This design comes from an exercise in tuning for small area and a short achievable clock period on the open sky130 flow, not from production work.
RTL that was checked went through simulation tests only; none was proved equivalent to the original.
Power and IR drop assume default switching activity.

## vx_conv
module vx_conv (
    input  wire        clk,
    input  wire        rst,         
    input  wire        in_valid,
    input  wire [3:0]  in_src_fmt,
    input  wire [3:0]  in_dst_fmt,
    input  wire        in_blk,      
    input  wire [7:0]  in_s1,       
    input  wire [31:0] in_s2,       
    input  wire [31:0] in_data,     
    output reg         out_valid,
    output reg  [31:0] out_data,    
    output reg         out_sat,     
    output reg         out_nan,     
    output reg         out_rsv,     
    output reg         out_scale_inv,  
    output reg         out_err      
);
For scale: ~120 I/O pins.
export LEC_CHECK = 0
export ABC_CLOCK_PERIOD_IN_PS = 10000
export CAP_MARGIN = 20
export CORE_MARGIN = 2
export CORE_UTILIZATION = 40
export SLEW_MARGIN = 20
export BUFFER_PORTS_ARGS = -buffer_cell sky130_fd_sc_hd__buf_1
create_clock -name core_clock -period 28.0 [get_ports {clk}]
standard.sh (not shown) runs the stock make flow with config.mk's settings and CLKGATE_MAP_FILE= SYNTH_SCRIPT=/design/flow/synth_recipe.tcl, a recipe that flattens the netlist after the stock synthesis.
==> flow/flow/run.sh <==
#!/bin/bash
# Layout flow: the standard flow (standard synthesis, floorplan, place,
# CTS, route), except that the port buffers that global placement inserts
# on every input and output are the small sky130_fd_sc_hd__buf_1 instead of
# the flow's default pick (a clkdlybuf4s50 delay cell).
# Each tool's full output is kept under orfs/logs/; the make output is in
# flow_make.log in this folder.
set -euo pipefail
echo 'export BUFFER_PORTS_ARGS = -buffer_cell sky130_fd_sc_hd__buf_1' >> config.mk
bash standard.sh finish > flow_make.log 2>&1
Edit:
- CAP_MARGIN: 20 -> 5
- SLEW_MARGIN: 20 -> 5
What happened: Routed wire length hardly moves; design area is about the same; register-to-register slack is better by 30 ps; core utilization stays flat; worst setup slack barely changes; die area stays the same; non-clock buffer count does not change; maximum frequency barely changes; power stays flat; first-iteration DRC count drops by 4.6%; global-route usage stays the same.
No run of this note included a check of the RTL's function; only the layout flow was run.

## build 71
vx_conv, a different RTL version from the one above (not shown whole).
Size: ~2700 cells after synthesis, ~210 flip-flops, about 120 I/O pins, about 19000 µm² of cells after synthesis.
==> flow/config.mk <==
export PLATFORM = sky130hd
export DESIGN_NAME = vx_conv
export DESIGN_NICKNAME = vx_conv
export VERILOG_FILES = /design/flow/design.v
export SDC_FILE = /design/flow/constraint.sdc
export NUM_CORES = 4
export LEC_CHECK = 0
export ABC_AREA = 1
export ABC_CLOCK_PERIOD_IN_PS = 10000
export CAP_MARGIN = 20
export CORE_MARGIN = 2
export CORE_UTILIZATION = 40
export CTS_CLUSTER_DIAMETER = 100
export CTS_CLUSTER_SIZE = 30
export SLEW_MARGIN = 20
export BUFFER_PORTS_ARGS = -buffer_cell sky130_fd_sc_hd__buf_1
==> flow/constraint.sdc <==
create_clock -name core_clock -period 28.0 [get_ports {clk}]
set_input_delay 5.6000 -clock core_clock [delete_from_list [all_inputs] [get_ports {clk}]]
set_output_delay 5.6000 -clock core_clock [all_outputs]
set_load 0.01 [all_outputs]
Scripts as last shown in full above: flow/flow/run.sh
Build 71 completed every stage of the flow, and the final layout passed the timing, DRC and antenna checks.
Edits applied to the flow inputs when going from build 71 to build 90:
# build 71
export LEC_CHECK = 0
export ABC_AREA = 1
export ABC_CLOCK_PERIOD_IN_PS = 10000
export CAP_MARGIN = 20
export CORE_MARGIN = 2
export CORE_UTILIZATION = 40
export CTS_CLUSTER_DIAMETER = 100
export CTS_CLUSTER_SIZE = 30
export SLEW_MARGIN = 20
export BUFFER_PORTS_ARGS = -buffer_cell sky130_fd_sc_hd__buf_1
create_clock -name core_clock -period 28.0 [get_ports {clk}]
# build 90
export LEC_CHECK = 0
export ABC_AREA = 1
export ABC_CLOCK_PERIOD_IN_PS = 10000
export CAP_MARGIN = 20
export CORE_MARGIN = 2
export CORE_UTILIZATION = 55
export CTS_CLUSTER_DIAMETER = 100
export CTS_CLUSTER_SIZE = 30
export SLEW_MARGIN = 20
export BUFFER_PORTS_ARGS = -buffer_cell sky130_fd_sc_hd__buf_1
create_clock -name core_clock -period 28.0 [get_ports {clk}]
## What came out
Build 90 vs build 71 — combinational power rose about 3%. In build 90, layout buffer count excluding clock buffers is higher than in build 71. The wire length per cell reported for build 90 is greater than that of build 71 by 1.2 µm. First-pass GRT wire length, build 90 vs build 71: up slightly. Build 90 against build 71: share of power burned in the clock network roughly the same; post-synthesis to final-layout area growth fell by 0.91 points; final total power went up by 1.7%; setup slack rose by 0.015 ns.
What build 95 does differently from build 90 at the input level:
# build 90
export LEC_CHECK = 0
export ABC_AREA = 1
export ABC_CLOCK_PERIOD_IN_PS = 10000
export CAP_MARGIN = 20
export CORE_MARGIN = 2
export CORE_UTILIZATION = 55
export CTS_CLUSTER_DIAMETER = 100
export CTS_CLUSTER_SIZE = 30
export SLEW_MARGIN = 20
export BUFFER_PORTS_ARGS = -buffer_cell sky130_fd_sc_hd__buf_1
create_clock -name core_clock -period 28.0 [get_ports {clk}]
# build 95
export LEC_CHECK = 0
export ABC_AREA = 1
export ABC_CLOCK_PERIOD_IN_PS = 10000
export CAP_MARGIN = 20
export CORE_MARGIN = 2
export CORE_UTILIZATION = 40
export CTS_CLUSTER_DIAMETER = 100
export CTS_CLUSTER_SIZE = 30
export PLACE_DENSITY = 0.75
export SLEW_MARGIN = 20
export BUFFER_PORTS_ARGS = -buffer_cell sky130_fd_sc_hd__buf_1
create_clock -name core_clock -period 28.0 [get_ports {clk}]
## What came out
Across build 90 and build 95, none had a timing, DRC or antenna violation.
In build 95 the arrival time at the worst endpoint turned out 0.03 ns lower than in build 90.
| routed metal-1 wire length | build 95 vs build 90 | about 5% lower |
On layout overhead on the synthesized area, build 90 and build 95 are basically level.
Diff build 90 -> build 95: design area barely changed, relative area of non-clock buffer cells in the final design barely changed, non-clock buffer count dropped about 0.7%.
Build 95 against build 90: clock period minus worst slack has decreased; post-route clock period utilization has remained practically unchanged.
Wire length after detailed routing on build 95 is ahead of build 90.

[what the ideal ports hide]
The results above use ideal ports. As a check the final layouts listed here were re-extracted and re-timed, cells and wires unchanged. Step 1: set_driving_cell puts a clkbuf_16 on clk and a buf_2 on each other input, an assumption about the parent block. Step 2 moves the port delays by t, midway between the first and last clock arrival at a register: inputs arrive t later, outputs are due t later. That takes back most of the time a late clock gives input paths. a / b / c = ideal ports / drivers / drivers and shift; a / b = the first two.
run | t, ns | slack for setup (ns) | hold slack, ns | worst register clock-pin slew, ns
the first run of note 1 | 0.625 | 21.329 / 21.270 / 21.648 | 0.319 / 0.319 / 0.319 | 0.07 / 0.07
the second run of note 1 | 0.624 | 21.330 / 21.271 / 21.678 | 0.319 / 0.319 / 0.319 | 0.07 / 0.07
build 71 | 0.564 | 21.389 / 21.333 / 20.974 | 0.334 / 0.334 / 0.334 | 0.11 / 0.11
build 90 | 0.543 | 21.404 / 21.352 / 21.022 | 0.331 / 0.331 / 0.331 | 0.11 / 0.11
build 95 | 0.545 | 21.425 / 21.367 / 20.984 | 0.338 / 0.338 / 0.338 | 0.11 / 0.11
After both steps every run listed still meets setup and hold. For build 95, which loses most, drivers alone change the setup slack by -0.058 ns; drivers and shift together by -0.441 ns.
